From an optimization exercise on the open Yosys and OpenROAD flow, aimed at small area, a short achievable clock period and few clock cycles per item; shortcuts taken in it are not production practice. Function was checked by simulation only, so behaviour that the tests miss may differ from the original. No driver is modelled on the clock port, so clocking that relies on it looks cheaper here than on a real chip. Power is estimated from default activity; no workload was simulated.

`flow/config.mk`:
```
export PLATFORM = sky130hd
export DESIGN_NAME = sage_enc
export DESIGN_NICKNAME = sage_enc
export VERILOG_FILES = /design/flow/design.v
export SDC_FILE = /design/flow/constraint.sdc
export NUM_CORES = 4
export LEC_CHECK = 0
export CAP_MARGIN = 20
export CORE_MARGIN = 2
export CORE_UTILIZATION = 25
export GPL_ROUTABILITY_DRIVEN = 1
export PLACE_DENSITY = 0.4
export SLEW_MARGIN = 20
```
`flow/constraint.sdc`:
```
create_clock -name core_clock -period 15.0 [get_ports {clk}]
set_input_delay 3.0000 -clock core_clock [delete_from_list [all_inputs] [get_ports {clk}]]
set_output_delay 3.0000 -clock core_clock [all_outputs]
set_load 0.01 [all_outputs]
```
`flow/design.v`:
```
module sage_enc (
    input  wire        clk,
    input  wire        rst,
    input  wire        in_valid,
    output wire        in_ready,
    input  wire [11:0] in_sample,
    input  wire [3:0]  in_mode,
    input  wire [3:0]  in_range,
    input  wire [7:0]  in_flags,
    input  wire [5:0]  in_chg_index,
    output wire        out_valid,
    input  wire        out_ready,
    output wire [31:0] out_data,
    output wire        out_last
);
    localparam integer D = 68;           
    function [12:0] zigzag(input [11:0] a, input [11:0] b);
        reg [12:0] d;
        begin
            d = {a[11], a} - {b[11], b};
            zigzag = d[12] ? ~{d[11:0], 1'b0} : {d[11:0], 1'b0};
        end
    endfunction
    reg        in_rdy_r;
    reg  [6:0] occ;             
    wire       fire = in_valid & in_rdy_r;
    reg        iv;
    reg [11:0] ix;
    reg  [5:0] iidx;
    reg        ifirst, ilast;
    reg  [3:0] imode;
    reg  [3:0] im1h;            
    reg [17:0] imeta;
    assign in_ready = in_rdy_r;
    always @(posedge clk) begin
        ix     <= in_sample;
        ifirst <= (iidx == 6'd0);
        ilast  <= (iidx == 6'd63);
        if (fire && iidx == 6'd0) begin
            imode <= in_mode;
            im1h  <= {in_mode == 4'h5, in_mode == 4'h4, in_mode == 4'h3, in_mode == 4'h2};
            imeta <= {in_range, in_flags, in_chg_index};
        end
        if (rst) begin
            iv   <= 1'b0;
            iidx <= 6'd0;
        end else begin
            iv <= fire;
            if (fire)
                iidx <= iidx + 6'd1;
        end
    end
    reg [11:0] mem [0:D-1];
    reg  [6:0] wptr;
    always @(posedge clk) begin
        if (iv)
            mem[wptr] <= ix;
        if (rst)
            wptr <= 7'd0;
        else if (iv)
            wptr <= (wptr == D - 1) ? 7'd0 : wptr + 7'd1;
    end
    reg  [11:0] px;
    wire [12:0] wu = zigzag(ix, px);
    reg  [9:0] s0, s1, s2;
    reg  [8:0] s3, s4, s5, s6;
    reg  [7:0] s7, s8;
    reg  [6:0] s9, s10;
    reg        nz11;
    reg [10:0] vf;              
    function [9:0] sat10(input [9:0] s, input [12:0] t);
        reg [10:0] sum;
        begin
            sum   = {1'b0, s} + ((t[12:10] != 3'd0) ? 11'd1023 : {1'b0, t[9:0]});
            sat10 = sum[10] ? 10'h3FF : sum[9:0];
        end
    endfunction
    function [8:0] sat9(input [8:0] s, input [9:0] t);
        reg [9:0] sum;
        begin
            sum  = {1'b0, s} + (t[9] ? 10'd511 : {1'b0, t[8:0]});
            sat9 = sum[9] ? 9'h1FF : sum[8:0];
        end
    endfunction
    function [7:0] sat8(input [7:0] s, input [7:0] t);
        reg [8:0] sum;
        begin
            sum  = {1'b0, s} + {1'b0, t};
            sat8 = sum[8] ? 8'hFF : sum[7:0];
        end
    endfunction
    function [6:0] sat7(input [6:0] s, input [6:0] t);
        reg [7:0] sum;
        begin
            sum  = {1'b0, s} + {1'b0, t};
            sat7 = sum[7] ? 7'h7F : sum[6:0];
        end
    endfunction
    wire [10:0] iy = ix[11] ? ~ix[10:0] : ix[10:0];
    reg  [10:0] xv;
    integer e, mm;
    always @(*) begin
        xv = 11'd0;
        for (mm = 2; mm < 6; mm = mm + 1) begin
            if (im1h[mm - 2]) begin
                xv[0] = xv[0] | ({4'd0, iy} >= (15'd1 << (mm - 1)));
                for (e = 1; e < 11; e = e + 1)
                    xv[e] = xv[e] | (ix[11] ? ({4'd0, iy} >= (((15'd1 << mm) + 15'd1) << (e - 1)))
                                            : ({4'd0, iy} >= (((15'd1 << mm) - 15'd1) << (e - 1))));
            end
        end
    end
    wire [10:0] gxv = iv ? xv : 11'd0;
    wire        clr = iv && ifirst;
    reg  [12:0] gu;
    reg         clr_r;
    always @(posedge clk) begin
        if (iv)
            px <= ix;
        gu    <= iv ? wu : 13'd0;
        clr_r <= clr;
        if (clr)
            vf <= xv;
        else
            vf <= vf | gxv;
    end
    always @(posedge clk) begin
        begin
            if (clr_r) begin
                s0   <= 10'd0; s1 <= 10'd0; s2 <= 10'd0;
                s3   <= 9'd0;  s4 <= 9'd0;  s5 <= 9'd0;  s6 <= 9'd0;
                s7   <= 8'd0;  s8 <= 8'd0;
                s9   <= 7'd0;  s10 <= 7'd0;
                nz11 <= 1'b0;
            end else begin
                s0   <= sat10(s0, gu);
                s1   <= sat10(s1, {1'b0, gu[12:1]});
                s2   <= sat10(s2, {2'b0, gu[12:2]});
                s3   <= sat9(s3, gu[12:3]);
                s4   <= sat9(s4, {1'b0, gu[12:4]});
                s5   <= sat9(s5, {2'b0, gu[12:5]});
                s6   <= sat9(s6, {3'b0, gu[12:6]});
                s7   <= sat8(s7, {2'b0, gu[12:7]});
                s8   <= sat8(s8, {3'b0, gu[12:8]});
                s9   <= sat7(s9, {3'b0, gu[12:9]});
                s10  <= sat7(s10, {4'b0, gu[12:10]});
                nz11 <= nz11 | (gu[12:11] != 2'd0);
            end
        end
    end
    reg        dec1, dec2;
    reg        p_new;           
    reg  [3:0] p_mode, p_exp;
    reg [17:0] p_meta;
    wire [10:0] cmp;
    assign cmp[0]  = (s0 != 10'h3FF) && ({1'b0, s0} <= {1'b0, s1} + 11'd63);
    assign cmp[1]  = (s1 != 10'h3FF) && ({1'b0, s1} <= {1'b0, s2} + 11'd63);
    assign cmp[2]  = (s2 != 10'h3FF) && ({1'b0, s2} <= {2'b0, s3} + 11'd63);
    assign cmp[3]  = (s3 != 9'h1FF)  && ({1'b0, s3} <= {1'b0, s4} + 10'd63);
    assign cmp[4]  = (s4 != 9'h1FF)  && ({1'b0, s4} <= {1'b0, s5} + 10'd63);
    assign cmp[5]  = (s5 != 9'h1FF)  && ({1'b0, s5} <= {1'b0, s6} + 10'd63);
    assign cmp[6]  = (s6 != 9'h1FF)  && ({1'b0, s6} <= {2'b0, s7} + 10'd63);
    assign cmp[7]  = (s7 != 8'hFF)   && ({1'b0, s7} <= {1'b0, s8} + 9'd63);
    assign cmp[8]  = (s8 != 8'hFF)   && ({1'b0, s8} <= {2'b0, s9} + 9'd63);
    assign cmp[9]  = (s9 != 7'h7F)   && ({1'b0, s9} <= {1'b0, s10} + 8'd63);
    assign cmp[10] = (s10 != 7'h7F)  && ((s10 <= 7'd63) || nz11);
    wire fit_any = (s0 <= 10'd693) || (s1 <= 10'd630) || (s2 <= 10'd567) ||
                   (s3 <= 9'd504) || (s4 <= 9'd441) || (s5 <= 9'd378) ||
                   (s6 <= 9'd315) || (s7 <= 8'd252) || (s8 <= 8'd189) ||
                   (s9 <= 7'd126) || (s10 <= 7'd63) || !nz11;
    reg [3:0] kstar;
    integer kk;
    always @(*) begin
        kstar = 4'd11;
        for (kk = 10; kk >= 0; kk = kk - 1)
            if (cmp[kk])
                kstar = kk[3:0];
    end
    reg [3:0] e_blk;
    integer ee;
    always @(*) begin
        e_blk = 4'd0;
        for (ee = 0; ee < 11; ee = ee + 1)
            if (vf[ee])
                e_blk = ee[3:0] + 4'd1;
    end
    wire w_last = iv && ilast;
    wire p_is_l = p_mode[3];
    reg  [6:0] rptr;
    reg  [5:0] ridx;
    reg        r_v;
    reg [11:0] r_x;
    reg        r_first, r_last;
    reg  [3:0] a_mode, a_exp;   
    wire       r_cons;
    wire       r_free   = !r_v || r_cons;
    wire       readable = (ridx != 6'd0) || p_new || dec2;
    wire       rd       = r_free && readable;
    wire       r_start  = rd && (ridx == 6'd0);
    wire [3:0] d_mode = !p_is_l ? p_mode : (fit_any ? 4'h8 : 4'h9);
    wire [3:0] d_exp  = !p_is_l ? p_exp  : (fit_any ? kstar : 4'd0);
    always @(posedge clk) begin
        if (w_last) begin
            p_mode <= imode;
            p_meta <= imeta;
        end
        if (dec1)
            p_exp <= e_blk;
        if (dec2) begin
            p_mode <= d_mode;
            p_exp  <= d_exp;
        end
        if (rst) begin
            dec1  <= 1'b0;
            dec2  <= 1'b0;
            p_new <= 1'b0;
        end else begin
            dec1 <= w_last;
            dec2 <= dec1;
            if (dec2 && !r_start)
                p_new <= 1'b1;
            else if (r_start)
                p_new <= 1'b0;
        end
    end
    reg  [11:0] rdata;
    integer ri;
    always @(*) begin
        rdata = 12'd0;
        for (ri = 0; ri < D; ri = ri + 1)
            rdata = rdata | (mem[ri] & {12{rptr == ri}});
    end
    always @(posedge clk) begin
        if (rd) begin
            r_x     <= rdata;
            r_first <= (ridx == 6'd0);
            r_last  <= (ridx == 6'd63);
        end
        if (r_start) begin
            a_mode <= dec2 ? d_mode : p_mode;
            a_exp  <= dec2 ? d_exp : p_exp;
        end
        if (rst) begin
            rptr <= 7'd0;
            ridx <= 6'd0;
            r_v  <= 1'b0;
        end else begin
            if (rd) begin
                rptr <= (rptr == D - 1) ? 7'd0 : rptr + 7'd1;
                ridx <= ridx + 6'd1;
            end
            if (rd)
                r_v <= 1'b1;
            else if (r_cons)
                r_v <= 1'b0;
        end
    end
    reg        rd_d;
    wire [6:0] occ_n  = occ + {6'd0, iv} - {6'd0, rd_d};
    wire       n_lt   = (occ_n < D);
    wire       n_lt1  = (occ_n < D - 1);
    always @(posedge clk) begin
        if (rst) begin
            occ      <= 7'd0;
            rd_d     <= 1'b0;
            in_rdy_r <= 1'b1;
        end else begin
            occ      <= occ_n;
            rd_d     <= rd;
            in_rdy_r <= fire ? n_lt1 : n_lt;
        end
    end
    reg        u_v;
    reg [12:0] u_qf;
    reg [10:0] u_rr;
    reg [11:0] u_v12;           
    reg        u_first, u_last;
    reg  [3:0] u_mode, u_exp;
    reg  [4:0] u_lim;           
    reg  [3:0] u_k1;            
    reg        u_fit;           
    wire       u_cons;
    wire       u_chunk;         
    wire [12:0] u_qrest;
    wire       u_fit_n;
    wire       u_ld = (!u_v || u_cons) && r_v;
    assign     r_cons = u_ld;
    wire [12:0] ru  = zigzag(r_x, u_v12);
    wire [12:0] rqf = ru >> a_exp;
    wire [10:0] rrr = ru[10:0] & ((11'd1 << a_exp) - 11'd1);
    wire [17:0] rthr = {12'd0, 6'd32 - {2'b0, a_exp}} << a_exp;
    wire        rfit0 = ({5'd0, ru} < rthr);
    wire [11:0] sfl    = $signed(r_x) >>> a_exp;
    wire [11:0] smask  = (12'd1 << a_exp) - 12'd1;
    wire [11:0] shalf  = (12'd1 << a_exp) >> 1;
    wire        sguard = |(r_x & shalf);
    wire        ssticky = |(r_x & (smask >> 1));
    wire        sup    = sguard && (ssticky || sfl[0]);
    wire [4:0]  sq     = sfl[4:0] + {4'd0, sup};
    always @(posedge clk) begin
        if (u_chunk) begin
            u_qf    <= u_qrest;
            u_fit   <= u_fit_n;
        end
        if (u_ld) begin
            u_qf    <= rqf;
            u_fit   <= rfit0;
            u_rr    <= rrr;
            u_v12   <= a_mode[3] ? r_x : {7'd0, sq};
            u_first <= r_first;
            u_last  <= r_last;
            u_mode  <= a_mode;
            u_exp   <= a_exp;
            u_lim   <= 5'd31 - {1'b0, a_exp};
            u_k1    <= a_exp + 4'd1;
        end
        if (rst)
            u_v <= 1'b0;
        else if (u_ld)
            u_v <= 1'b1;
        else if (u_cons)
            u_v <= 1'b0;
    end
    reg        f_v;
    reg [31:0] f_val;
    reg  [5:0] f_len;
    reg        f_first, f_last;
    wire       p_cons;
    wire       f_fin;           
    wire       f_ld = (!f_v || p_cons) && u_v;
    assign     u_cons  = f_ld && f_fin;
    assign     u_chunk = f_ld && !f_fin;
    wire [2:0] m   = u_mode[2:0];
    wire [31:0] sval   = {u_v12[4:0], 27'd0} << (3'd5 - m);
    wire [12:0] qq   = u_qf;
    wire [10:0] rr   = u_rr;
    wire [4:0]  lim  = u_lim;
    wire [3:0]  k1   = u_k1;
    wire        rbig = (qq[12:5] != 8'd0);
    wire        rfit = u_fit;
    wire [31:0] ones = ~(32'hFFFF_FFFF >> qq[4:0]);
    wire [31:0] rpos = {21'd0, rr} << (lim - qq[4:0]);
    wire [31:0] rval = rfit ? (ones | rpos) : (rbig ? 32'hFFFF_FFFF : ones);
    wire [5:0]  rlen = rfit ? (qq[5:0] + {2'd0, k1}) : (rbig ? 6'd32 : qq[5:0]);
    wire        s_mode = !u_mode[3];
    wire        rice   = !u_mode[3] ? 1'b0 : (u_mode[0] == 1'b0);
    wire        use_r  = rice && !u_first;
    assign      f_fin  = !use_r || rfit;
    assign      u_qrest = qq - (rbig ? 13'd32 : qq);
    assign      u_fit_n = !rbig || (qq[12:6] == 7'd0 && qq[4:0] <= lim);
    always @(posedge clk) begin
        if (f_ld) begin
            f_first <= u_first;
            if (use_r) begin
                f_val  <= rval;
                f_len  <= rlen;
                f_last <= rfit && u_last;
            end else if (s_mode) begin
                f_val  <= sval;
                f_len  <= {3'd0, m};
                f_last <= u_last;
            end else begin
                f_val  <= {u_v12, 20'd0};
                f_len  <= 6'd12;
                f_last <= u_last;
            end
        end
        if (rst) begin
            f_v <= 1'b0;
        end else begin
            if (f_ld)
                f_v <= 1'b1;
            else if (p_cons)
                f_v <= 1'b0;
        end
    end
    reg [63:0] pk;
    reg  [6:0] pc;
    reg        hdr_done;
    reg        lh, ll;          
    reg [32:0] q0, q1;
    reg  [1:0] qn;
    reg        ov;
    wire [31:0] header = {p_mode, p_exp, p_meta, 6'd0};
    wire       push   = (pc >= 7'd32) && (qn != 2'd2);
    wire [6:0] pc1    = push ? pc - 7'd32 : pc;
    wire       need_h = f_first && !hdr_done;
    wire       t_norm = f_v && !need_h && (pc1 <= 7'd32);
    wire       t_merg = f_v && need_h && (pc1 == 7'd0);
    wire       t_hdr  = f_v && need_h && (pc1 == 7'd32);
    assign     p_cons = t_norm || t_merg;
    wire [63:0] fshift = {f_val, 32'd0} >> pc1[4:0];
    wire [63:0] ins = t_merg ? {header, f_val} :
                      t_hdr  ? {32'd0, header} :
                      t_norm ? (pc1[5] ? {32'd0, f_val} : fshift) : 64'd0;
    wire [6:0]  ilen = t_merg ? 7'd32 + {1'b0, f_len} :
                       t_hdr  ? 7'd32 :
                       t_norm ? {1'b0, f_len} : 7'd0;
    wire [6:0]  craw = pc1 + ilen;
    wire        endb = p_cons && f_last;
    wire        pop  = ov && out_ready;
    wire [32:0] pw   = {lh, pk[63:32]};
    always @(posedge clk) begin
        if (rst) begin
            pk       <= 64'd0;
            pc       <= 7'd0;
            hdr_done <= 1'b0;
            lh       <= 1'b0;
            ll       <= 1'b0;
            qn       <= 2'd0;
            ov       <= 1'b0;
        end else begin
            pk <= (push ? {pk[31:0], 32'd0} : pk) | ins;
            pc <= endb ? ((craw <= 7'd32) ? 7'd32 : 7'd64) : craw;
            if (t_hdr)
                hdr_done <= 1'b1;
            else if (p_cons)
                hdr_done <= 1'b0;
            lh <= (endb && craw <= 7'd32) ? 1'b1 : (push ? ll : lh);
            ll <= (endb && craw > 7'd32) ? 1'b1 : (push ? 1'b0 : ll);
            qn <= qn + {1'b0, push} - {1'b0, pop};
            ov <= (qn + {1'b0, push} - {1'b0, pop}) != 2'd0;
        end
        if (qn == 2'd2 && pop)
            q0 <= q1;
        else if (push && (qn == 2'd0 || pop))
            q0 <= pw;
        if (push && qn == 2'd1 && !pop)
            q1 <= pw;
    end
    assign out_valid = ov;
    assign out_data  = q0[31:0];
    assign out_last  = q0[32];
endmodule
```
`flow/flow/run.sh`:
```
#!/bin/bash
# The standard layout (the standard.sh, unchanged synthesis and steps),
# with one hook: right after global placement, flow/ports.tcl sizes the
# buffers that buffer_ports put on the input and output ports to buf_4.
# make's full output goes to standard_flow.log; each ORFS step keeps its own
# log under orfs/logs/.
set -euo pipefail
export POST_GLOBAL_PLACE_TCL="$PWD/flow/ports.tcl"
bash standard.sh > standard_flow.log 2>&1
```
`flow/flow/ports.tcl`:
```
# Size the buffers that buffer_ports put on the input and output ports
# (everything but the clock) to a plain buf_4.
set block [ord::get_db_block]
set nswap 0
foreach bterm [$block getBTerms] {
  set net [$bterm getNet]
  if {$net == "NULL"} { continue }
  if {[$net getSigType] == "CLOCK" || [$bterm getName] == "clk"} { continue }
  foreach iterm [$net getITerms] {
    set inst [$iterm getInst]
    set mname [[$inst getMaster] getName]
    if {[string match "sky130_fd_sc_hd__*buf*" $mname] && $mname != "sky130_fd_sc_hd__buf_4"} {
      replace_cell [get_cells [$inst getName]] sky130_fd_sc_hd__buf_4
      incr nswap
    }
  }
}
puts "ports.tcl: resized $nswap port buffers"
```
`flow/standard.sh`:
```
#!/bin/bash
# synth_recipe.tcl (not shown) runs the flow's synth.tcl, then flattens the netlist and writes it again
# the make line also repeats each setting of config.mk as NAME=value (left out here)
make -C /OpenROAD-flow-scripts/flow DESIGN_CONFIG=/design/flow/config.mk WORK_HOME=/design/flow/orfs CLKGATE_MAP_FILE= SYNTH_SCRIPT=/design/flow/synth_recipe.tcl "${@:-finish}"
```
==> impl_summary.log, run 1 <==
INFO  metric outcome = complete, no violations
INFO  metric postSynthNetCount = about 5.7k
INFO  metric cts_root_buf = clkbuf_16
INFO  metric ys.flop_type = edfxtp_1
INFO  metric avgRoutedWirePerCell = 28.1 um
INFO  metric clk_latency = 0.83 ns
INFO  metric max-slew-margin-rel = 0.166
INFO  metric post_drt_via_cell_ratio = 5.22
INFO  metric required = 15.63 ns
INFO  metric worst_setup_hold_path_clk_slew = 0.06 ns
INFO  metric timing.setup.tns = 0 ns
INFO  metric crit_path_end_kind = register
INFO  metric finish.net_count = between 5k and 6k
INFO  metric reg2reg_depth = 13
INFO  metric slew_violations = 0
INFO  metric timing.max_cap.violations = 0
INFO  metric hold_viol_final = 0
INFO  metric tritoncts_clock_tree = built
INFO  metric min_delay_worst_endpoint = p_meta[16]
INFO  metric leakage_power_total = 25.1 nW
INFO  metric dpl.hpwl = between 150,000 and 200,000 um
INFO  metric synthesis.area_per_instance = 11.9 um^2
INFO  metric synth_seq_cells = 1,313
INFO  metric drive_above_1_share = 0.124
INFO  metric hold_start = imeta[16]
INFO  metric rows = 184
INFO  metric drt_iter0_markers = slightly above 5k
INFO  metric finalHoldWorstSlack = 0.417 ns
INFO  metric flow.area_growth_from_synthesis = 16.2%
INFO  metric grt-busiest-layer = met2
INFO  metric globalRouteMet1Util = 0.268
INFO  metric initial_core_utilization = 0.252
INFO  metric filler_cell_count = 25.8k
INFO  metric fmaxAchievable = ~0.22 GHz
INFO  metric synth_area = around 63,000 um^2
INFO  metric die-height = 507 um
INFO  metric drtPass1Iterations = 5
INFO  metric place_inst = 8,659
INFO  metric cells_after_synthesis = between 5k and 6k
INFO  metric reg2reg_from = r_x[0]
INFO  metric boundaryPins = between 70 and 80
INFO  metric die_x = 507 um
INFO  metric yosys_warnings = 1
INFO  metric numClockSinks = 1,313
INFO  metric finish.cell_count_without_fillers = 8,939
INFO  metric groute.layer.met2.usage = 0.295
INFO  metric worst_r2r_endpoint = u_fit
INFO  metric power.density_cell_area = 153 nW/um^2
INFO  metric post_synth_num_cell_types = 90
INFO  metric worst_skew = 0.0697 ns
INFO  metric finalSetupViolCount = 0
INFO  metric drt.antenna.violating_nets = 0
INFO  metric reg2reg_setup_slack = approximately 10 ns
INFO  metric finalWorstPathRequiredPeriod = 4.52 ns
INFO  metric vias = 46.7k
INFO  metric synth-edff-count = 1,058
INFO  metric floorplan.core_area = 252,000 um^2
INFO  metric post-route-period-util = 0.302
INFO  metric grt_pass1_vias = 45.1k
INFO  metric grt_max_degree = 84
INFO  metric cts.hold.buffers_added = 0
INFO  metric worst-slew-pin-transition = between 1 and 1.5 ns
INFO  metric final_wirelength = 252,000 um
INFO  metric gr_usage_total = 0.191
INFO  metric total_power = 11.3 mW
INFO  metric numPortBuffers = 72
INFO  metric irDropWorstVdd = about 0.11 mV
INFO  metric crit_path_max_fo = 16
INFO  metric wire_length_of_the_first_global_routing_pass = 354,000 um
INFO  metric globalRoute.totalOverflow = 0
INFO  metric htree_num_levels = 4
INFO  metric grt_setup_unrepaired = false
INFO  metric hp-class = register to register
INFO  metric worstSetupStartpointType = register
INFO  metric crit_arrival = 5.15 ns
INFO  metric die_area = 257,000 um^2
INFO  metric tritoncts.num_buffers = 149
INFO  metric remaining_drc_errors = 0
INFO  metric postSynth.asyncResetShare = 0
INFO  metric seq_area_frac_synth = 0.583
INFO  metric groute.layer.met3.usage = 0.0355
INFO  metric multi_input_comb_area = around 25,000 um^2
INFO  metric cts_buffer_depth = 3
INFO  metric grt_antenna_before_repair = 19
INFO  metric worst_hold_path.num_cells = 0
INFO  metric seq_area = 36,900 um^2
INFO  metric post_cts_resize_count = 0
INFO  metric critPathKind = register to register
INFO  metric post_cts.repair.setup_buffers = 0
==> worst max path at each step <==
stage / from / cells past startpoint / end
after global placement: out_ready / 10 / ov
final: r_x[0] / 13 / u_fit
after CTS: pc[5] / 15 / pc[6]
after detailed placement: rst / 5 / wptr[6]
after global routing: pc[5] / 15 / pc[6]
after floorplan: out_ready / 4 / q0[0]
==> report_power, final <==
part           internal, mW  switching (mW)  total [mW]
clock network          2.06            1.64        3.69
logic                  1.24            1.71        2.95
registers              4.21           0.393        4.61
total                  7.52            3.73        11.3
==> critical path, cell delays in order (launching register included) <==
cell and delay [ns]:
edfxtp_1 0.56, inv_1 0.14, ha_1 0.19, inv_1 0.06
fa_1 0.41, a211oi_1 0.60, o21ai_1 0.26, a211o_1 0.62
xnor2_1 0.42, ha_1 0.31, a21o_1 0.16, a221oi_1 0.25
a21oi_1 0.14, o21ai_0 0.21
==> sequential cells by signal (all words and copies together), names as in the netlist, 18 cells and up <==
signal  flops
q0         33
f_val      32
p_meta     18
imeta      18
pk         64
mem       816
q1         33
==> logic make-up (layout without fill, tap and decap cells) <==
kind of cell	after synthesis	after routing	synth area share
simple gates	1448	1448	0.108
compound gates	1382	1382	0.152
flops	1313	1313	0.583
buf+inv	476	740	0.0288
fa+ha+maj	293	293	0.0599
xor+xnor	222	222	0.0307
mux	188	188	0.0378
other cells	1	5	0.0000592
==> layout make-up <==
| cell class | instances | share of cell area |
|---|---|---|
| Timing Repair Buffer | 266 | 0.0272 |
| Tap cell | 3348 | 0.0570 |
| Sequential cell | 1313 | 0.502 |
| Inverter | 199 | 0.0102 |
| Antenna cell | 4 | 0.000136 |
| Clock buffer | 201 | 0.0560 |
| Clock inverter | 74 | 0.0104 |
| Multi-Input combinational cell | 3534 | 0.337 |
==> Yosys cell counts (70+ instances only) <==
library cell	count	area share
a21oi_1	334	0.026
a221oi_1	161	0.022
a22o_1	142	0.020
a22oi_1	152	0.018
clkbuf_1	239	0.014
dfxtp_1	255	0.081
edfxtp_1	1058	0.50
ha_1	275	0.054
inv_1	192	0.011
mux2_2	70	0.012
mux2i_1	84	0.013
nand2_1	407	0.024
nand3_1	128	0.010
nand4_1	89	0.0088
nor2_1	426	0.025
nor3_1	85	0.0067
o21ai_0	174	0.014
xnor2_1	143	0.020
xor2_1	79	0.011
==> cells in the final DEF (no fill, tap or decap), types with 45 or more instances in the layout <==
cell type  netlist  routed
edfxtp_1      1058    1058
inv_1          192     192
a21oi_1        334     333
mux2_2          70      70
nor2b_1         58      58
nand3_1        128     128
xor2_1          79      79
nand2b_1        45      45
dfxtp_1        255     237
clkbuf_16        0     153
a21o_1          45      45
a22o_1         142     142
nor3_1          85      81
nand2_1        407     407
a221oi_1       161     161
a22oi_1        152     152
ha_1           275     275
o21ai_0        174     174
mux2i_1         84      84
nand4_1         89      89
buf_4            2     264
nor2_1         426     396
xnor2_1        143     143
==> routing by layer <==
metal  routed length [um]  part of all wire
met2               111000              0.44
met1               113000              0.45
met4                 8940             0.036
met5                   79           0.00031
met3                18200             0.072
==> through the flow <==
stage	util	worst slack, ns	cell area [um^2]
5_1_grt	0.292	10.05	73500
6_report	0.292	10.48	73500
2_1_floorplan	-	9.69	63300
3_3_place_gp	0.273	9.92	68800
4_1_cts	0.292	10.45	73500
3_5_place_dp	0.273	9.97	68600
Testbench counts, summed over its fixed seeds: cycles 66,276, blocks 1,024.
==> inputs of run 2 (changes only) <==
--- a/flow/config.mk
+++ b/flow/config.mk
@@ -8,6 +8,9 @@
 export CAP_MARGIN = 20
 export CORE_MARGIN = 2
 export CORE_UTILIZATION = 25
+export CTS_BUF_LIST = sky130_fd_sc_hd__clkbuf_16
+export CTS_CLUSTER_DIAMETER = 80
+export CTS_CLUSTER_SIZE = 20
 export GPL_ROUTABILITY_DRIVEN = 1
 export PLACE_DENSITY = 0.4
 export SLEW_MARGIN = 20
==> run 2 against run 1 <==
Still clean on timing, DRC and antenna. Total power is 8.7% lower. Routed wire length is 0.70% lower. Global-route usage is 0.19 points lower. Register-to-register slack better by 0.03 ns. Final area is 2.4% lower. Hold slack better by 0.0050 ns. Core utilization is 0.71 points lower. Count of clock-buffer cells in the layout is 106 lower. Largest cell class unchanged.
==> impl_summary.log, run 2 <==
INFO  metric outcome = complete, no violations
INFO  metric leakage_power_total = 24.3 nW
INFO  metric power_switching_share = 0.345
INFO  metric cts_buffer_depth = 3
INFO  metric finish.cell_count_without_fillers = slightly below 9k
INFO  metric reg2reg_depth = 13
INFO  metric timing.setup.tns = 0 ns
INFO  metric utilization = 0.285
INFO  metric cells_after_synthesis = 5,323
INFO  metric slew_violations = 0
INFO  metric power.density_cell_area = 143 nW/um^2
INFO  metric drtPass1Iterations = 5
INFO  metric rows = 184
INFO  metric worst_skew = approximately 0.08 ns
INFO  metric flow.area_growth_from_synthesis = 13.4%
INFO  metric synthesis.area_per_instance = 11.9 um^2
INFO  metric crit_path_end_kind = register
INFO  metric max-slew-margin-rel = 0.159
INFO  metric yosysMostFrequentCell = edfxtp_1
INFO  metric grt_pass1_vias = roughly 45k
INFO  metric required = 15.60 ns
INFO  metric crit_path_max_fo = 16
INFO  metric remaining_drc_errors = 0
INFO  metric leading_cell_type_in_the_layout_fill_and_taps_excluded = edfxtp_1
INFO  metric fmaxAchievable = 0.222 GHz
INFO  metric post_synth_num_cell_types = 90
INFO  metric die_x = a little over 500 um
INFO  metric vias = 46.3k
INFO  metric total_power = a little over 10 mW
INFO  metric combinationalPowerShare = 0.287
INFO  metric worst_slack = 10.50 ns
INFO  metric place_inst = 8,659
INFO  metric synth_area = 63,300 um^2
INFO  metric wire_length_of_the_first_global_routing_pass = 350,000 um
INFO  metric reg2reg_from = r_x[0]
INFO  metric placement.setup.worst_slack = between 9 and 10 ns
INFO  metric post-route-cell-area = 71,700 um^2
INFO  metric min_delay_worst_endpoint = p_meta[8]
INFO  metric total_switching_power = 3.54 mW
INFO  metric groute.layer.met3.usage = 0.0341
INFO  metric cts.hold.buffers_added = 0
INFO  metric largest_register_ffs = 816
INFO  metric layout_common_cells = 1,058 x edfxtp_1, 407 x nand2_1, 395 x nor2_1
INFO  metric internal_power_summed_over_all_cells = slightly below 7 mW
INFO  metric grt_antenna_before_repair = 19
INFO  metric tritoncts_clock_tree = built
INFO  metric dpl.hpwl = roughly 170,000 um
INFO  metric postSynthNetCount = 5,653
INFO  metric largest-register = mem
INFO  metric synth.area.top_cells = edfxtp_1 50%, dfxtp_1 8.1%, ha_1 5.4%
INFO  metric post_cts.repair.setup_buffers = 0
INFO  metric seqPwrFrac = 0.447
INFO  metric seq_area_frac_synth = 0.583
INFO  metric dpl_cell_area = slightly below 70,000 um^2
INFO  metric die-height = 507 um
INFO  metric post-synth-top-area-fraction = 0.502
INFO  metric finalSetupViolCount = 0
INFO  metric yosys-top-cells-count = 1,058 x edfxtp_1, 426 x nor2_1, 407 x nand2_1
INFO  metric htree_num_levels = 3
INFO  metric worstSetupStartpointType = register
INFO  metric hp-class = register to register
INFO  metric initial_core_utilization = 0.252
INFO  metric critPathKind = register to register
INFO  metric final_wirelength = about 250,000 um
INFO  metric post_cts_resize_count = 0
INFO  metric cts_root_buf = clkbuf_16
INFO  metric finalWorstPathRequiredPeriod = 4.50 ns
INFO  metric crit_arrival = 5.09 ns
INFO  metric yosys_warnings = 1
INFO  metric timing.max_cap.violations = 0
INFO  metric die_area = 257,000 um^2
INFO  metric worst_hold_path.num_cells = 0
INFO  metric irDropWorstVdd = 0.0854 mV
INFO  metric worst_setup_hold_path_clk_slew = ~0.080 ns
INFO  metric numClockSinks = approximately 1.3k
INFO  metric post_drt_via_cell_ratio = between 5 and 6
INFO  metric worst-slew-pin-transition = 1.26 ns
INFO  metric avgRoutedWirePerCell = about 28 um
INFO  metric reg2reg_setup_slack = between 10 and 15 ns
INFO  metric drt_iter0_markers = ~5.1k
INFO  metric grt_setup_unrepaired = false
INFO  metric finish.net_count = between 5k and 6k
INFO  metric biggestRegsByFlops = mem x816, pk x64
INFO  metric synth_seq_cells = about 1.3k
INFO  metric worst_r2r_endpoint = u_fit
INFO  metric tritoncts.num_buffers = 94
INFO  metric numPortBuffers = slightly above 70
INFO  metric globalRoute.totalOverflow = 0
INFO  metric grt-busiest-layer = met2
INFO  metric finalHoldWorstSlack = between 0.4 and 0.5 ns
INFO  metric drt.antenna.violating_nets = 0
INFO  metric floorplan.core_area = 252,000 um^2
INFO  metric drive_above_1_share = 0.113
INFO  metric globalRouteMet1Util = 0.267
INFO  metric yosysTopAreaCell = edfxtp_1
INFO  metric grt_max_degree = 84
INFO  metric hold_start = imeta[8]
INFO  metric postSynth.asyncResetShare = 0
INFO  metric boundaryPins = 73
INFO  metric clk_latency = 0.80 ns
INFO  metric gr_usage_total = 0.189
INFO  metric synth-edff-count = around 1.1k
INFO  metric post-route-period-util = 0.300
INFO  metric groute.layer.met2.usage = 0.295
INFO  metric ys.flop_type = edfxtp_1
INFO  metric hold_viol_final = 0
INFO  metric power.clock.fraction = 0.265
==> run 2: worst max-delay path, stage by stage (launching register included) <==
cell      delay (ns)
edfxtp_1        0.56
inv_1           0.13
ha_1            0.19
inv_1           0.06
fa_1            0.41
a211oi_1        0.59
o21ai_1         0.26
a211o_1         0.61
xnor2_1         0.43
ha_1            0.31
a21o_1          0.16
a221oi_1        0.25
a21oi_1         0.14
o21ai_0         0.22
==> run 2: cells by family (layout without fill, tap and decap cells) <==
group	count (synthesis)	after routing	synth area share
and+or+nand+nor	1448	1448	0.108
AOI/OAI and AO/OA	1382	1382	0.152
DFF	1313	1313	0.583
buffers and inverters	476	632	0.0288
adders and majority gates	293	293	0.0599
xor gates and xnor gates	222	222	0.0307
muxes	188	188	0.0378
other	1	3	0.0000592
==> run 2: worst max-delay path by stage <==
stage / start / end / slack [ns] / cells after the start
after global routing: pc[5] / pc[6] / 10.04 / 15
after CTS: pc[5] / pc[6] / 10.45 / 15
after global placement: out_ready / ov / 9.92 / 10
final: r_x[0] / u_fit / 10.50 / 13
after detailed placement: rst / wptr[6] / 9.97 / 5
after floorplan: out_ready / q0[0] / 9.69 / 4
==> run 2: final cells by class <==
type	count	area, um^2
Antenna cell	2	5.00
Clock buffer	95	2380
Clock inverter	72	707
Fill cell	25894	180000
Inverter	199	747
Multi-Input combinational cell	3534	24800
Sequential cell	1313	36900
Tap cell	3348	4190
Timing Repair Buffer	266	2010
==> run 2: power groups by stage <==
stage                     clock network, mW  logic [mW]  registers [mW]
final                                  2.73        2.95            4.60
after global routing                   2.91        3.36            4.65
after CTS                              2.79        2.98            4.61
after detailed placement                  0        2.96            4.69
after global placement                    0        2.92            4.69
after floorplan                           0        2.19            4.52
==> run 2: routing by layer <==
layer | part of all wire | wire, um
met3 | 0.070 | 17500
met5 | 0.00044 | 110
met2 | 0.44 | 111000
met4 | 0.034 | 8440
met1 | 0.45 | 113000
==> inputs of run 3 (changes only) <==
--- a/flow/config.mk
+++ b/flow/config.mk
@@ -9,8 +9,8 @@
 export CORE_MARGIN = 2
 export CORE_UTILIZATION = 25
 export CTS_BUF_LIST = sky130_fd_sc_hd__clkbuf_16
-export CTS_CLUSTER_DIAMETER = 80
-export CTS_CLUSTER_SIZE = 20
+export CTS_CLUSTER_DIAMETER = 100
+export CTS_CLUSTER_SIZE = 25
 export GPL_ROUTABILITY_DRIVEN = 1
 export PLACE_DENSITY = 0.4
 export SLEW_MARGIN = 20
==> run 3 against run 2 <==
Still clean. Non-clock buffer count is 1 higher. Critical path depth is 1 higher. Final area is 1.2% lower. Critical path type unchanged. Largest cell class unchanged.
==> impl_summary.log, run 3 <==
INFO  metric finalHoldWorstSlack = 0.429 ns
INFO  metric yosys_warnings = 1
INFO  metric min_delay_worst_endpoint = p_meta[0]
INFO  metric vias = 46.1k
INFO  metric numPortBuffers = 72
INFO  metric worst_skew = 0.0511 ns
INFO  metric drt.antenna.violating_nets = 0
INFO  metric initial_core_utilization = 0.252
INFO  metric post-route-period-util = 0.301
INFO  metric drt_iter0_markers = roughly 5k
INFO  metric timing.max_cap.violations = 0
INFO  metric grt_antenna_before_repair = 19
INFO  metric wire_length_of_the_first_global_routing_pass = 349,000 um
INFO  metric hp-class = register to register
INFO  metric boundaryPins = 73
INFO  metric crit_path_max_fo = 22
INFO  metric worst_hold_path.num_cells = 0
INFO  metric utilization = 0.282
INFO  metric reg2reg_depth = 14
INFO  metric power.density_cell_area = 138 nW/um^2
INFO  metric grt_setup_unrepaired = false
INFO  metric ys.flop_type = edfxtp_1
INFO  metric reg2reg_from = qn[1]
INFO  metric timing.setup.tns = 0 ns
INFO  metric grt_pass1_vias = between 40k and 50k
INFO  metric critPathKind = register to register
INFO  metric post-synth-top-area-fraction = 0.502
INFO  metric synthesis.area_per_instance = between 10 and 15 um^2
INFO  metric required = between 15 and 20 ns
INFO  metric crit_path_end_kind = register
INFO  metric avgRoutedWirePerCell = 28.4 um
INFO  metric cts_root_buf = clkbuf_16
INFO  metric placement.setup.worst_slack = 9.97 ns
INFO  metric cts_buffer_depth = 3
INFO  metric largest-register = mem
INFO  metric clk_latency = 0.76 ns
INFO  metric reg2reg_setup_slack = 10.48 ns
INFO  metric die-height = 507 um
INFO  metric finalWorstPathRequiredPeriod = 4.52 ns
INFO  metric leakage_power_total = approximately 24 nW
INFO  metric flow.area_growth_from_synthesis = 12.0%
INFO  metric tritoncts_clock_tree = built
INFO  metric final_wirelength = around 250,000 um
INFO  metric place_inst = 8,659
INFO  metric grt_max_degree = between 80 and 90
INFO  metric worst_setup_hold_path_clk_slew = around 0.1 ns
INFO  metric layout_common_cells = 1,058 x edfxtp_1, 407 x nand2_1, 396 x nor2_1
INFO  metric post_cts_resize_count = 0
INFO  metric htree_num_levels = 3
INFO  metric finish.cell_count_without_fillers = 8,793
INFO  metric post_synth_num_cell_types = 90
INFO  metric worstSetupStartpointType = register
INFO  metric yosys-top-cells-count = 1,058 x edfxtp_1, 426 x nor2_1, 407 x nand2_1
INFO  metric postSynth.asyncResetShare = 0
INFO  metric synth-edff-count = 1,058
INFO  metric numClockSinks = 1,313
INFO  metric yosysTopAreaCell = edfxtp_1
INFO  metric postSynthNetCount = between 5k and 6k
INFO  metric drive_above_1_share = 0.105
INFO  metric drtPass1Iterations = 5
INFO  metric worst_r2r_endpoint = pc[6]
INFO  metric slew_violations = 0
INFO  metric die_x = between 500 and 600 um
INFO  metric biggestRegsByFlops = mem x816, pk x64
INFO  metric finalSetupViolCount = 0
INFO  metric worst_slack = around 10 ns
INFO  metric synth_seq_cells = 1,313
INFO  metric seq_area_frac_synth = 0.583
INFO  metric synth_area = 63,300 um^2
INFO  metric largest_register_ffs = 816
INFO  metric irDropWorstVdd = 0.0686 mV
INFO  metric rows = 184
INFO  metric remaining_drc_errors = 0
INFO  metric crit_arrival = ~5.2 ns
INFO  metric cts.hold.buffers_added = 0
INFO  metric hold_start = imeta[0]
INFO  metric yosysMostFrequentCell = edfxtp_1
INFO  metric cells_after_synthesis = 5,323
INFO  metric tritoncts.num_buffers = 68
INFO  metric post_drt_via_cell_ratio = about 5.2
INFO  metric globalRoute.totalOverflow = 0
INFO  metric synth.area.top_cells = edfxtp_1 50%, dfxtp_1 8.1%, ha_1 5.4%
INFO  metric floorplan.core_area = between 200,000 and 300,000 um^2
INFO  metric worst-slew-pin-transition = 1.37 ns
INFO  metric outcome = complete, no violations
INFO  metric finish.net_count = approximately 5.7k
INFO  metric die_area = about 260,000 um^2
INFO  metric hold_viol_final = 0
INFO  metric dpl.hpwl = 169,000 um
INFO  metric post_cts.repair.setup_buffers = 0
INFO  metric leading_cell_type_in_the_layout_fill_and_taps_excluded = edfxtp_1
INFO  metric fmaxAchievable = 0.221 GHz
INFO  metric gr_usage_total = 0.189
INFO  metric max-slew-margin-rel = 0.0858
[run 3: logic make-up after synthesis]
family	after synthesis	share of synthesized area
other	1	0.0000592
buffers and inverters	476	0.0288
adder cells (fa/ha/maj)	293	0.0599
AND/OR/NAND/NOR	1448	0.108
XOR/XNOR	222	0.0307
multiplexers	188	0.0378
AO/OA/AOI/OAI	1382	0.152
flip-flops	1313	0.583
[run 3: worst max-delay path by stage]
stage	start	endpoint	slack (ns)	depth (start not counted)
5_1_grt	pc[5]	pc[6]	10.04	15
4_1_cts	qn[1]	pc[6]	10.44	14
2_1_floorplan	out_ready	q0[0]	9.69	4
6_report	qn[1]	pc[6]	10.48	14
3_5_place_dp	rst	wptr[6]	9.97	5
3_3_place_gp	out_ready	ov	9.92	10
[run 3: cell type report]
type | instances | area (um^2)
fill | 25995 | 181000
sequential | 1313 | 36900
multi-input combinational | 3534 | 24800
tap | 3348 | 4190
timing repair buffer | 267 | 2010
clock buffer | 70 | 1750
inverter | 199 | 747
clock inverter | 53 | 464
antenna | 9 | 22.5
[run 3: critical path, stage by stage, from the launching register on]
cell,delay (ns)
dfxtp_1,0.37
nor2b_1,0.48
or3_1,0.23
and2_1,0.77
maj3_1,0.35
nor2b_1,0.45
and2_1,0.25
ha_1,0.24
a21o_1,0.18
a21oi_1,0.23
o21bai_1,0.09
a21oi_1,0.19
xor2_1,0.13
o21a_1,0.21
a211oi_1,0.23
[run 3: per-layer routing]
metal / up-vias / track usage / routed length (um)
li1: 20440 / - / -
met1: 23642 / 0.267 / 113000
met2: 1715 / 0.295 / 111000
met3: 331 / 0.0301 / 17400
met4: 12 / 0.0568 / 8570
met5: - / 0 / 82
[run 3: report_power, final]
group	leakage [nW]	switching, mW	internal (mW)
Combinational	11.0	1.71	1.24
Sequential	11.7	0.392	4.21
Clock	1.19	1.35	0.903
[run 3: stage by stage]
step / area [um^2] / power (mW)
floorplan: 63300 / 6.71
global placement: 68800 / 7.61
detailed placement: 68600 / 7.65
CTS: 70800 / 9.89
global route: 70900 / 10.4
finish: 70900 / 9.80
==> inputs of run 4 (changes only) <==
--- a/flow/design.v
+++ b/flow/design.v
@@ -276,7 +276,7 @@
     reg [11:0] u_v12;           
     reg        u_first, u_last;
     reg  [3:0] u_mode, u_exp;
-    reg  [4:0] u_lim;           
+    reg  [3:0] u_lim;           
     reg  [3:0] u_k1;            
     reg        u_fit;           
     wire       u_cons;
@@ -288,7 +288,7 @@
     wire [12:0] ru  = zigzag(r_x, u_v12);
     wire [12:0] rqf = ru >> a_exp;
     wire [10:0] rrr = ru[10:0] & ((11'd1 << a_exp) - 11'd1);
-    wire [17:0] rthr = {12'd0, 6'd32 - {2'b0, a_exp}} << a_exp;
+    wire [17:0] rthr = {13'd0, 5'd16 - {1'b0, a_exp}} << a_exp;
     wire        rfit0 = ({5'd0, ru} < rthr);
     wire [11:0] sfl    = $signed(r_x) >>> a_exp;
     wire [11:0] smask  = (12'd1 << a_exp) - 12'd1;
@@ -311,7 +311,7 @@
             u_last  <= r_last;
             u_mode  <= a_mode;
             u_exp   <= a_exp;
-            u_lim   <= 5'd31 - {1'b0, a_exp};
+            u_lim   <= 4'd15 - a_exp;
             u_k1    <= a_exp + 4'd1;
         end
         if (rst)
@@ -322,8 +322,8 @@
             u_v <= 1'b0;
     end
     reg        f_v;
-    reg [31:0] f_val;
-    reg  [5:0] f_len;
+    reg [15:0] f_val;
+    reg  [4:0] f_len;
     reg        f_first, f_last;
     wire       p_cons;
     wire       f_fin;           
@@ -331,23 +331,23 @@
     assign     u_cons  = f_ld && f_fin;
     assign     u_chunk = f_ld && !f_fin;
     wire [2:0] m   = u_mode[2:0];
-    wire [31:0] sval   = {u_v12[4:0], 27'd0} << (3'd5 - m);
+    wire [15:0] sval   = {u_v12[4:0], 11'd0} << (3'd5 - m);
     wire [12:0] qq   = u_qf;
     wire [10:0] rr   = u_rr;
-    wire [4:0]  lim  = u_lim;
+    wire [3:0]  lim  = u_lim;
     wire [3:0]  k1   = u_k1;
-    wire        rbig = (qq[12:5] != 8'd0);
+    wire        rbig = (qq[12:4] != 9'd0);
     wire        rfit = u_fit;
-    wire [31:0] ones = ~(32'hFFFF_FFFF >> qq[4:0]);
-    wire [31:0] rpos = {21'd0, rr} << (lim - qq[4:0]);
-    wire [31:0] rval = rfit ? (ones | rpos) : (rbig ? 32'hFFFF_FFFF : ones);
-    wire [5:0]  rlen = rfit ? (qq[5:0] + {2'd0, k1}) : (rbig ? 6'd32 : qq[5:0]);
+    wire [15:0] ones = ~(16'hFFFF >> qq[3:0]);
+    wire [15:0] rpos = {5'd0, rr} << (lim - qq[3:0]);
+    wire [15:0] rval = rfit ? (ones | rpos) : (rbig ? 16'hFFFF : ones);
+    wire [4:0]  rlen = rfit ? (qq[4:0] + {1'b0, k1}) : (rbig ? 5'd16 : qq[4:0]);
     wire        s_mode = !u_mode[3];
     wire        rice   = !u_mode[3] ? 1'b0 : (u_mode[0] == 1'b0);
     wire        use_r  = rice && !u_first;
     assign      f_fin  = !use_r || rfit;
-    assign      u_qrest = qq - (rbig ? 13'd32 : qq);
-    assign      u_fit_n = !rbig || (qq[12:6] == 7'd0 && qq[4:0] <= lim);
+    assign      u_qrest = qq - (rbig ? 13'd16 : qq);
+    assign      u_fit_n = !rbig || (qq[12:5] == 8'd0 && qq[3:0] <= lim);
     always @(posedge clk) begin
         if (f_ld) begin
             f_first <= u_first;
@@ -357,11 +357,11 @@
                 f_last <= rfit && u_last;
             end else if (s_mode) begin
                 f_val  <= sval;
-                f_len  <= {3'd0, m};
+                f_len  <= {2'd0, m};
                 f_last <= u_last;
             end else begin
-                f_val  <= {u_v12, 20'd0};
-                f_len  <= 6'd12;
+                f_val  <= {u_v12, 4'd0};
+                f_len  <= 5'd12;
                 f_last <= u_last;
             end
         end
@@ -374,61 +374,51 @@
                 f_v <= 1'b0;
         end
     end
-    reg [63:0] pk;
-    reg  [6:0] pc;
-    reg        hdr_done;
+    reg [79:0] pk;
+    reg  [6:0] pc;              
+    reg        hdr_done;        
     reg        lh, ll;          
-    reg [32:0] q0, q1;
-    reg  [1:0] qn;
     reg        ov;
     wire [31:0] header = {p_mode, p_exp, p_meta, 6'd0};
-    wire       push   = (pc >= 7'd32) && (qn != 2'd2);
-    wire [6:0] pc1    = push ? pc - 7'd32 : pc;
     wire       need_h = f_first && !hdr_done;
-    wire       t_norm = f_v && !need_h && (pc1 <= 7'd32);
-    wire       t_merg = f_v && need_h && (pc1 == 7'd0);
-    wire       t_hdr  = f_v && need_h && (pc1 == 7'd32);
+    wire       t_norm = f_v && !need_h && (pc <= 7'd48);
+    wire       t_merg = f_v && need_h && (pc == 7'd0 || pc == 7'd32);
+    wire       t_hdr  = 1'b0;
     assign     p_cons = t_norm || t_merg;
-    wire [63:0] fshift = {f_val, 32'd0} >> pc1[4:0];
-    wire [63:0] ins = t_merg ? {header, f_val} :
-                      t_hdr  ? {32'd0, header} :
-                      t_norm ? (pc1[5] ? {32'd0, f_val} : fshift) : 64'd0;
-    wire [6:0]  ilen = t_merg ? 7'd32 + {1'b0, f_len} :
-                       t_hdr  ? 7'd32 :
-                       t_norm ? {1'b0, f_len} : 7'd0;
-    wire [6:0]  craw = pc1 + ilen;
+    wire [79:0] fshift = {f_val, 64'd0} >> pc[5:0];
+    wire [79:0] ins = t_merg ? (pc[5] ? {32'd0, header, f_val} : {header, f_val, 32'd0}) :
+                      t_norm ? fshift : 80'd0;
+    wire [6:0]  ilen = t_merg ? 7'd32 + {2'b0, f_len} :
+                       t_norm ? {2'b0, f_len} : 7'd0;
+    wire [6:0]  craw = pc + ilen;
     wire        endb = p_cons && f_last;
+    wire [6:0]  cnew = endb ? ((craw <= 7'd32) ? 7'd32 : 7'd64) : craw;
+    wire [79:0] pnew = pk | ins;
+    wire        lnew = (endb && craw <= 7'd32) ? 1'b1 : lh;
+    wire        lnew2 = (endb && craw > 7'd32) ? 1'b1 : ll;
     wire        pop  = ov && out_ready;
-    wire [32:0] pw   = {lh, pk[63:32]};
+    wire [6:0]  cpop = cnew - 7'd32;
     always @(posedge clk) begin
         if (rst) begin
-            pk       <= 64'd0;
+            pk       <= 80'd0;
             pc       <= 7'd0;
             hdr_done <= 1'b0;
             lh       <= 1'b0;
             ll       <= 1'b0;
-            qn       <= 2'd0;
             ov       <= 1'b0;
         end else begin
-            pk <= (push ? {pk[31:0], 32'd0} : pk) | ins;
-            pc <= endb ? ((craw <= 7'd32) ? 7'd32 : 7'd64) : craw;
+            pk <= pop ? {pnew[47:0], 32'd0} : pnew;
+            pc <= pop ? cpop : cnew;
+            ov <= pop ? (cpop >= 7'd32) : (cnew >= 7'd32);
+            lh <= pop ? lnew2 : lnew;
+            ll <= pop ? 1'b0 : lnew2;
             if (t_hdr)
                 hdr_done <= 1'b1;
             else if (p_cons)
                 hdr_done <= 1'b0;
-            lh <= (endb && craw <= 7'd32) ? 1'b1 : (push ? ll : lh);
-            ll <= (endb && craw > 7'd32) ? 1'b1 : (push ? 1'b0 : ll);
-            qn <= qn + {1'b0, push} - {1'b0, pop};
-            ov <= (qn + {1'b0, push} - {1'b0, pop}) != 2'd0;
         end
-        if (qn == 2'd2 && pop)
-            q0 <= q1;
-        else if (push && (qn == 2'd0 || pop))
-            q0 <= pw;
-        if (push && qn == 2'd1 && !pop)
-            q1 <= pw;
     end
     assign out_valid = ov;
-    assign out_data  = q0[31:0];
-    assign out_last  = q0[32];
+    assign out_data  = pk[79:48];
+    assign out_last  = lh;
 endmodule
==> flow/flow/run.sh (replaced) <==
#!/bin/bash
# The standard layout (the standard.sh: unchanged synthesis and steps)
# with two hooks:
#  - after global placement, flow/ports.tcl sizes the buffers that
#    buffer_ports put on the input and output ports to buf_4;
#  - after clock tree synthesis, flow/rt.tcl runs a setup repair with a
#    margin, then legalises the placement again.
# make's full output goes to standard_flow.log; each ORFS step keeps its own
# log under orfs/logs/.
set -euo pipefail
export POST_GLOBAL_PLACE_TCL="$PWD/flow/ports.tcl"
export POST_CTS_TCL="$PWD/flow/rt.tcl"
bash standard.sh > standard_flow.log 2>&1
==> flow/flow/rt.tcl (new file) <==
# After clock tree synthesis: repair setup timing with a setup margin, so
# that paths longer than the clock period less the margin get resized or
# buffered (the constraints themselves are unchanged), then legalise again.
estimate_parasitics -placement
repair_timing -setup -setup_margin 10.7 -verbose
detailed_placement
check_placement -verbose
--- a/flow/config.mk
+++ b/flow/config.mk
@@ -9,8 +9,8 @@
 export CORE_MARGIN = 2
 export CORE_UTILIZATION = 25
 export CTS_BUF_LIST = sky130_fd_sc_hd__clkbuf_16
-export CTS_CLUSTER_DIAMETER = 100
-export CTS_CLUSTER_SIZE = 25
+export CTS_CLUSTER_DIAMETER = 80
+export CTS_CLUSTER_SIZE = 20
 export GPL_ROUTABILITY_DRIVEN = 1
 export PLACE_DENSITY = 0.4
 export SLEW_MARGIN = 20
==> run 4 against run 3 <==
Still clean. Cell count shrank 5.7%. Sequential power is 5.4% lower. Total power hardly changed. Critical endpoint is now in_ready. Largest cell class unchanged.
==> impl_summary.log, run 4 <==
INFO  metric outcome = complete, no violations
INFO  metric gr_usage_total = 0.187
INFO  metric post-route-period-util = 0.293
INFO  metric combinationalPowerShare = 0.273
INFO  metric crit_arrival = 1.39 ns
INFO  metric crit_path_max_fo = 3
INFO  metric post-synth-top-area-fraction = 0.494
INFO  metric boundaryPins = 73
INFO  metric dpl.hpwl = 157,000 um
INFO  metric yosys_warnings = 1
INFO  metric finalWorstPathRequiredPeriod = 4.39 ns
INFO  metric flow.area_growth_from_synthesis = 13.9%
INFO  metric cp.buffers_inverters = 1
INFO  metric grt_max_degree = 73
INFO  metric synth_compound_area_frac = 0.161
INFO  metric synth.area.top_cells = edfxtp_1 49%, dfxtp_1 9.0%, ha_1 5.8%
INFO  metric initial_core_utilization = 0.252
INFO  metric numPortBuffers = 72
INFO  metric fmaxAchievable = ~0.23 GHz
INFO  metric die_x = just under 500 um
INFO  metric drt_iter0_markers = 4,326
INFO  metric drive_above_1_share = 0.112
INFO  metric finish.cell_count_without_fillers = around 8.3k
INFO  metric layout_common_cells = 975 x edfxtp_1, 412 x nor2_1, 302 x a21oi_1
INFO  metric ys.flop_type = edfxtp_1
INFO  metric globalRoute.totalOverflow = 0
INFO  metric power_switching_share = 0.343
INFO  metric grt_pass1_vias = 40.7k
INFO  metric tritoncts_clock_tree = built
INFO  metric worst_setup_hold_path_clk_slew = about 0.09 ns
INFO  metric rows = 178
INFO  metric proportion_of_synthesized_area_in_mux_cells = 0.0200
INFO  metric die_area = 241,000 um^2
INFO  metric synthesized_area_fraction_occupied_by_adder_cells = 0.0636
INFO  metric post_synth_num_cell_types = 103
INFO  metric die-height = 491 um
INFO  metric vias = 43.0k
INFO  metric power.density_cell_area = 145 nW/um^2
INFO  metric hold_viol_final = 0
INFO  metric timing.setup.tns = 0 ns
INFO  metric worstPathCellList = buf_4
INFO  metric leading_cell_type_in_the_layout_fill_and_taps_excluded = edfxtp_1
INFO  metric wire_length_of_the_first_global_routing_pass = 324,000 um
INFO  metric leakage_power_total = between 20 and 25 nW
INFO  metric postSynthNetCount = 5,306
INFO  metric remaining_drc_errors = 0
INFO  metric seq_area_frac_synth = 0.584
INFO  metric finalSetupViolCount = 0
INFO  metric total_switching_power = 3.36 mW
INFO  metric numClockSinks = 1,243
INFO  metric cpMaxStageDelayCell = dfxtp_2
INFO  metric filler_cell_count = 24.3k
INFO  metric synth-edff-count = 975
INFO  metric place_inst = 8,113
INFO  metric crit_path_end_kind = output pin
INFO  metric synth_seq_cells = around 1.2k
INFO  metric yosysTopAreaCell = edfxtp_1
INFO  metric grt_setup_unrepaired = false
INFO  metric floorplan.core_area = 236,000 um^2
INFO  metric postSynth.asyncResetShare = 0
INFO  metric worstSetupStartpointType = register
INFO  metric required = between 10 and 15 ns
INFO  metric synthesis.area_per_instance = 11.9 um^2
INFO  metric avgRoutedWirePerCell = 28.1 um
INFO  metric clk_latency = ~0.8 ns
INFO  metric biggestRegsByFlops = mem x816, pk x80
INFO  metric power.clock.fraction = 0.284
INFO  metric worst-slew-pin-transition = 1.21 ns
INFO  metric irDropWorstVdd = ~0.11 mV
INFO  metric finalHoldWorstSlack = 0.398 ns
INFO  metric yosys-top-cells-count = 975 x edfxtp_1, 435 x nor2_1, 302 x a21oi_1
INFO  metric timing.max_cap.violations = 0
INFO  metric worst_skew = between 0.08 and 0.09 ns
INFO  metric path_delay_family = flip-flops
INFO  metric yosysMostFrequentCell = edfxtp_1
INFO  metric synth_top_family_by_area = compound AO/OA/AOI/OAI gates
INFO  metric post_drt_via_cell_ratio = slightly above 5
INFO  metric max-slew-margin-rel = 0.194
INFO  metric final_wirelength = 233,000 um
INFO  metric drtPass1Iterations = 6
INFO  metric synth_area = 59,300 um^2
INFO  metric seqPwrFrac = 0.443
INFO  metric synth-xor-area-share = 0.0313
INFO  metric largest_register_ffs = 816
INFO  metric internal_power_summed_over_all_cells = 6.45 mW
INFO  metric critPathKind = register to output pin
INFO  metric slew_violations = 0
INFO  metric critical-path-max-stage-delay = 0.43 ns
INFO  metric drt.antenna.violating_nets = 0
INFO  metric cells_after_synthesis = roughly 5k
INFO  metric hp-class = register to register
INFO  metric finish.net_count = roughly 5.4k
INFO  metric synthSimpleGateAreaFrac = 0.107
INFO  metric largest-register = mem
INFO  metric grt_antenna_before_repair = 13
==> run 4: cell count changes after synthesis, sizes merged, moves of 18 or more <==
| cell | previous run | this run |
|---|---|---|
| o31ai | 30 | 12 |
| a211oi | 37 | 72 |
| a41oi | 29 | 3 |
| mux2 | 70 | 32 |
| nand3 | 128 | 100 |
| a21oi | 334 | 302 |
| nand2 | 407 | 267 |
| edfxtp | 1058 | 975 |
| clkbuf | 239 | 215 |
| mux2i | 84 | 60 |
| buf | 38 | 65 |
| mux4 | 34 | 10 |
==> run 4: path summary, 6_finish.rpt <==
| check | startpoint | endpoint | slack, ns | cells past startpoint |
|---|---|---|---|---|
| setup / recovery | in_rdy_r | in_ready | 10.61 | 1 |
| setup reg to reg | rptr[4] | r_x[11] | 10.67 | 8 |
| hold reg to reg | imeta[10] | p_meta[10] | 0.40 | 0 |
| hold / removal | imeta[10] | p_meta[10] | 0.40 | 0 |
==> run 4: final cells by class <==
| type | instances | area, um^2 | area share |
|---|---|---|---|
| repair buffers | 269 | 2020 | 0.0300 |
| clock inverters | 73 | 875 | 0.0129 |
| well taps | 3150 | 3940 | 0.0584 |
| clock buffers | 96 | 2400 | 0.0356 |
| diodes | 3 | 7.51 | 0.000111 |
| inverters | 189 | 709 | 0.0105 |
| multi-input cells | 3265 | 22900 | 0.339 |
| flip-flops and latches | 1243 | 34700 | 0.514 |
==> run 4: per-layer routing <==
layer / part of all wire / wire length (um) / GRT usage / vias up
met5: 0.00024 / 56 / 0 / -
li1: - / - / - / 19226
met4: 0.036 / 8370 / 0.0601 / 8
met3: 0.064 / 15000 / 0.0289 / 309
met1: 0.45 / 105000 / 0.261 / 21829
met2: 0.45 / 105000 / 0.295 / 1594
==> run 4: logic make-up after synthesis <==
kind of cell	Yosys count
adder cells (fa/ha/maj)	291
AO/OA/AOI/OAI	1346
AND/OR/NAND/NOR	1313
other	1
multiplexers	102
XOR/XNOR	212
flip-flops	1243
buffers and inverters	469
==> run 4: power by group through the flow <==
stage               Sequential [mW]  Clock [mW]  Combinational [mW]
floorplan                      4.25           0                2.09
global placement               4.42           0                2.63
global route                   4.39        2.96                3.05
detailed placement             4.42           0                2.67
finish                         4.35        2.78                2.68
==> run 4: stage by stage <==
stage | area, um^2 | power, mW | setup WS (ns) | util
floorplan | 59300 | 6.33 | 10.72 | -
global placement | 64300 | 7.06 | 10.07 | 0.273
detailed placement | 64200 | 7.10 | 10.37 | 0.272
global route | 67500 | 10.4 | 10.42 | 0.287
finish | 67500 | 9.81 | 10.61 | 0.287
Testbench counts of run 4, summed over its fixed seeds: cycles 66,408, blocks 1,024.
==> inputs of run 5 (changes only) <==
--- a/flow/config.mk
+++ b/flow/config.mk
@@ -7,10 +7,10 @@
 export LEC_CHECK = 0
 export CAP_MARGIN = 20
 export CORE_MARGIN = 2
-export CORE_UTILIZATION = 25
+export CORE_UTILIZATION = 50
 export CTS_BUF_LIST = sky130_fd_sc_hd__clkbuf_16
 export CTS_CLUSTER_DIAMETER = 80
 export CTS_CLUSTER_SIZE = 20
 export GPL_ROUTABILITY_DRIVEN = 1
-export PLACE_DENSITY = 0.4
+export PLACE_DENSITY = 0.65
 export SLEW_MARGIN = 20
==> run 5 against run 4 <==
Critical endpoint is now r_x[7]. Cell count fell by 20%. Routed wire length down 14%. Final area fell by 4.3%. Count of clock-buffer cells in the layout decreased by 15. Total power is 5.3% lower. Sequential power about the same. Combinational power down 1%. Still clean on timing, DRC and antenna. Sequential share of layout area is 2.2 points higher. Area after synthesis unchanged. Die area is 50% lower. Largest cell class unchanged. Hold slack improved by 0.025 ns. Register-to-register slack worse by 0.33 ns.
==> impl_summary.log, run 5 <==
INFO  metric outcome = complete, no violations
INFO  metric grt_max_degree = 78
INFO  metric cp_num_cells = 10
INFO  metric layout_common_cells = 975 x edfxtp_1, 381 x nor2_1, 302 x a21oi_1
INFO  metric tritoncts_clock_tree = built
INFO  metric critical-path-max-stage-delay = 1.01 ns
INFO  metric worst_setup_hold_path_clk_slew = 0.08 ns
INFO  metric cells_after_synthesis = 4,977
INFO  metric largest-register = mem
INFO  metric finalSetupViolCount = 0
INFO  metric drive_above_1_share = 0.103
INFO  metric final_wirelength = about 200,000 um
INFO  metric largest_register_ffs = 816
INFO  metric placement.setup.worst_slack = 10.43 ns
INFO  metric ys.flop_type = edfxtp_1
INFO  metric seq_area_frac_synth = 0.584
INFO  metric timing.max_cap.violations = 0
INFO  metric avgRoutedWirePerCell = 30.1 um
INFO  metric worst_slack = between 10 and 15 ns
INFO  metric postSynthNetCount = 5,306
INFO  metric finish.cell_count_without_fillers = 6,635
INFO  metric yosysMostFrequentCell = edfxtp_1
INFO  metric finish.net_count = about 5.4k
INFO  metric grt_pass1_vias = roughly 41k
INFO  metric boundaryPins = 73
INFO  metric reg2reg_setup_slack = about 10 ns
INFO  metric total_power = 9.29 mW
INFO  metric synthesis.area_per_instance = between 10 and 15 um^2
INFO  metric crit_path_end = r_x[7]
INFO  metric irDropWorstVdd = 0.116 mV
INFO  metric worst_r2r_endpoint = r_x[7]
INFO  metric timing.setup.tns = 0 ns
INFO  metric die-height = 348 um
INFO  metric filler_cell_count = 9,830
INFO  metric drt.antenna.violating_nets = 0
INFO  metric biggestRegsByFlops = mem x816, pk x80
INFO  metric leading_cell_type_in_the_layout_fill_and_taps_excluded = edfxtp_1
INFO  metric vias = 43.9k
INFO  metric place_inst = 6,479
INFO  metric dpl.hpwl = 134,000 um
INFO  metric grt_antenna_before_repair = 13
INFO  metric post-route-period-util = 0.310
INFO  metric max-slew-margin-rel = 0.176
INFO  metric globalRoute.totalOverflow = 0
INFO  metric cpMaxStageDelayCell = nor4_1
INFO  metric postSynth.asyncResetShare = 0
INFO  metric die_area = around 120,000 um^2
INFO  metric power.density_cell_area = 144 nW/um^2
INFO  metric remaining_drc_errors = 0
INFO  metric rows = 126
INFO  metric finalHoldWorstSlack = 0.423 ns
INFO  metric initial_core_utilization = 0.504
INFO  metric numClockSinks = around 1.2k
INFO  metric hold_viol_final = 0
INFO  metric slew_violations = 0
INFO  metric flow.area_growth_from_synthesis = 9.06%
INFO  metric finalWorstPathRequiredPeriod = 4.66 ns
INFO  metric critPathKind = register to register
INFO  metric synth_seq_cells = 1,243
INFO  metric yosysTopAreaCell = edfxtp_1
INFO  metric yosys-top-cells-count = 975 x edfxtp_1, 435 x nor2_1, 302 x a21oi_1
INFO  metric post_drt_via_cell_ratio = 6.62
INFO  metric cp-startpoint = rptr[1]
INFO  metric clk_latency = 0.71 ns
INFO  metric utilization = 0.549
INFO  metric crit_path_max_fo = 12
INFO  metric leakage_power_total = approximately 23 nW
INFO  metric hp-class = register to register
INFO  metric synth-edff-count = roughly 1,000
INFO  metric drt_iter0_markers = 6,789
INFO  metric yosys_warnings = 1
INFO  metric grt_setup_unrepaired = false
INFO  metric numPortBuffers = slightly above 70
INFO  metric synth.area.top_cells = edfxtp_1 49%, dfxtp_1 9.0%, ha_1 5.8%
INFO  metric worst-slew-pin-transition = 1.23 ns
INFO  metric die_x = 348 um
INFO  metric worstSetupStartpointType = register
INFO  metric drtPass1Iterations = 6
INFO  metric worst_skew = 0.0467 ns
INFO  metric wire_length_of_the_first_global_routing_pass = ~280,000 um
INFO  metric cp.buffers_inverters = 2
INFO  metric worstPathCellList = inv_1, ha_1, nand2_1, nor2_2, buf_4, a22o_1, a221oi_1, nand4_1, nor4_1, nand4_1
INFO  metric floorplan.core_area = 118,000 um^2
INFO  metric dpl_cell_area = between 60,000 and 70,000 um^2
INFO  metric reg2reg_depth = 10
INFO  metric post-route-cell-area = 64,700 um^2
INFO  metric fmaxAchievable = 0.215 GHz
INFO  metric required = 15.27 ns
INFO  metric critical-path-top-cell-by-count = nand4_1
INFO  metric gr_usage_total = 0.324
INFO  metric crit_path_end_kind = register
INFO  metric post_synth_num_cell_types = approximately 100
INFO  metric reg2reg_from = rptr[1]
INFO  metric synth_area = roughly 59,000 um^2
INFO  metric crit_arrival = about 4.9 ns
INFO  metric path_delay_family = simple AND/OR/NAND/NOR gates
INFO  metric post-synth-top-area-fraction = 0.494
-- run 5: cell type report --
type	count	area, um^2	share of cell area
Antenna cell	5	12.5	0.000193
Clock buffer	81	2030	0.0313
Clock inverter	67	532	0.00822
Inverter	189	709	0.0110
Multi-Input combinational cell	3265	22900	0.354
Sequential cell	1243	34700	0.536
Tap cell	1536	1920	0.0297
Timing Repair Buffer	249	1870	0.0289
-- run 5: kinds of logic after synthesis --
kind of cell / synth area share
buffers and inverters: 0.0326
and+or+nand+nor: 0.107
xor gates and xnor gates: 0.0313
muxes: 0.0200
adders and majority gates: 0.0636
AOI/OAI and AO/OA: 0.161
DFF: 0.584
other: 0.0000632
-- run 5: power breakdown --
group | total, mW | switching [mW] | internal, mW
sequential | 4.33 | 0.366 | 3.96
clock | 2.32 | 1.27 | 1.06
combinational | 2.64 | 1.46 | 1.18
-- run 5: worst min path at each step --
stage | slack, ns | endpoint | start | cells past startpoint
2_1_floorplan | 0.40 | p_meta[0] | imeta[0] | 0
3_3_place_gp | 0.40 | u_mode[2] | a_mode[2] | 0
6_report | 0.42 | p_meta[14] | imeta[14] | 0
3_5_place_dp | 0.40 | p_meta[14] | imeta[14] | 0
5_1_grt | 0.43 | p_meta[6] | imeta[6] | 0
-- run 5: metal layers --
layer  track usage  wire length (um)
met5             0               134
met4         0.175             12500
met3        0.0834             25600
met2         0.487             86000
met1         0.430             75200
-- run 5: worst reg2reg max path: stages, from the launching register on --
cell      delay (ns)
dfxtp_1         0.39
inv_1           0.11
ha_1            0.24
nand2_1         0.34
nor2_2          0.07
buf_4           0.27
a22o_1          0.28
a221oi_1        0.67
nand4_1         0.22
nor4_1          1.01
nand4_1         0.60

-- what the ideal ports hide --
The results above use ideal ports. As a check the final layouts listed here were re-extracted and re-timed, cells and wires unchanged. Step 1: set_driving_cell puts a clkbuf_16 on clk and a buf_2 on each other input, an assumption about the parent block. Step 2, shift: input delay + t, output delay - t, t = (earliest + latest rising clock arrival at the registers) / 2. This alone moves slack from input paths to output paths. a / b / c = no drivers / after step 1 / after step 2; a / b = the first two.
run | t, ns | setup WS [ns] | slew at the worst register clock pin (ns) | worst slew at a driven data input, ns
run 1 | 0.884 | 10.476 / 10.476 / 10.010 | 0.07 / 0.07 | 0.29
run 2 | 0.839 | 10.504 / 10.504 / 9.946 | 0.09 / 0.09 | 0.26
run 3 | 0.818 | 10.478 / 10.478 / 10.014 | 0.11 / 0.11 | 0.30
run 4 | 0.859 | 10.609 / 10.519 / 10.245 | 0.10 / 0.10 | 0.20
run 5 | 0.777 | 10.343 / 10.343 / 10.343 | 0.09 / 0.09 | 0.22
After both steps setup and hold are still met in every run listed. For run 2, which loses most, drivers alone change the setup slack by 0.000 ns; drivers and shift together by -0.558 ns.
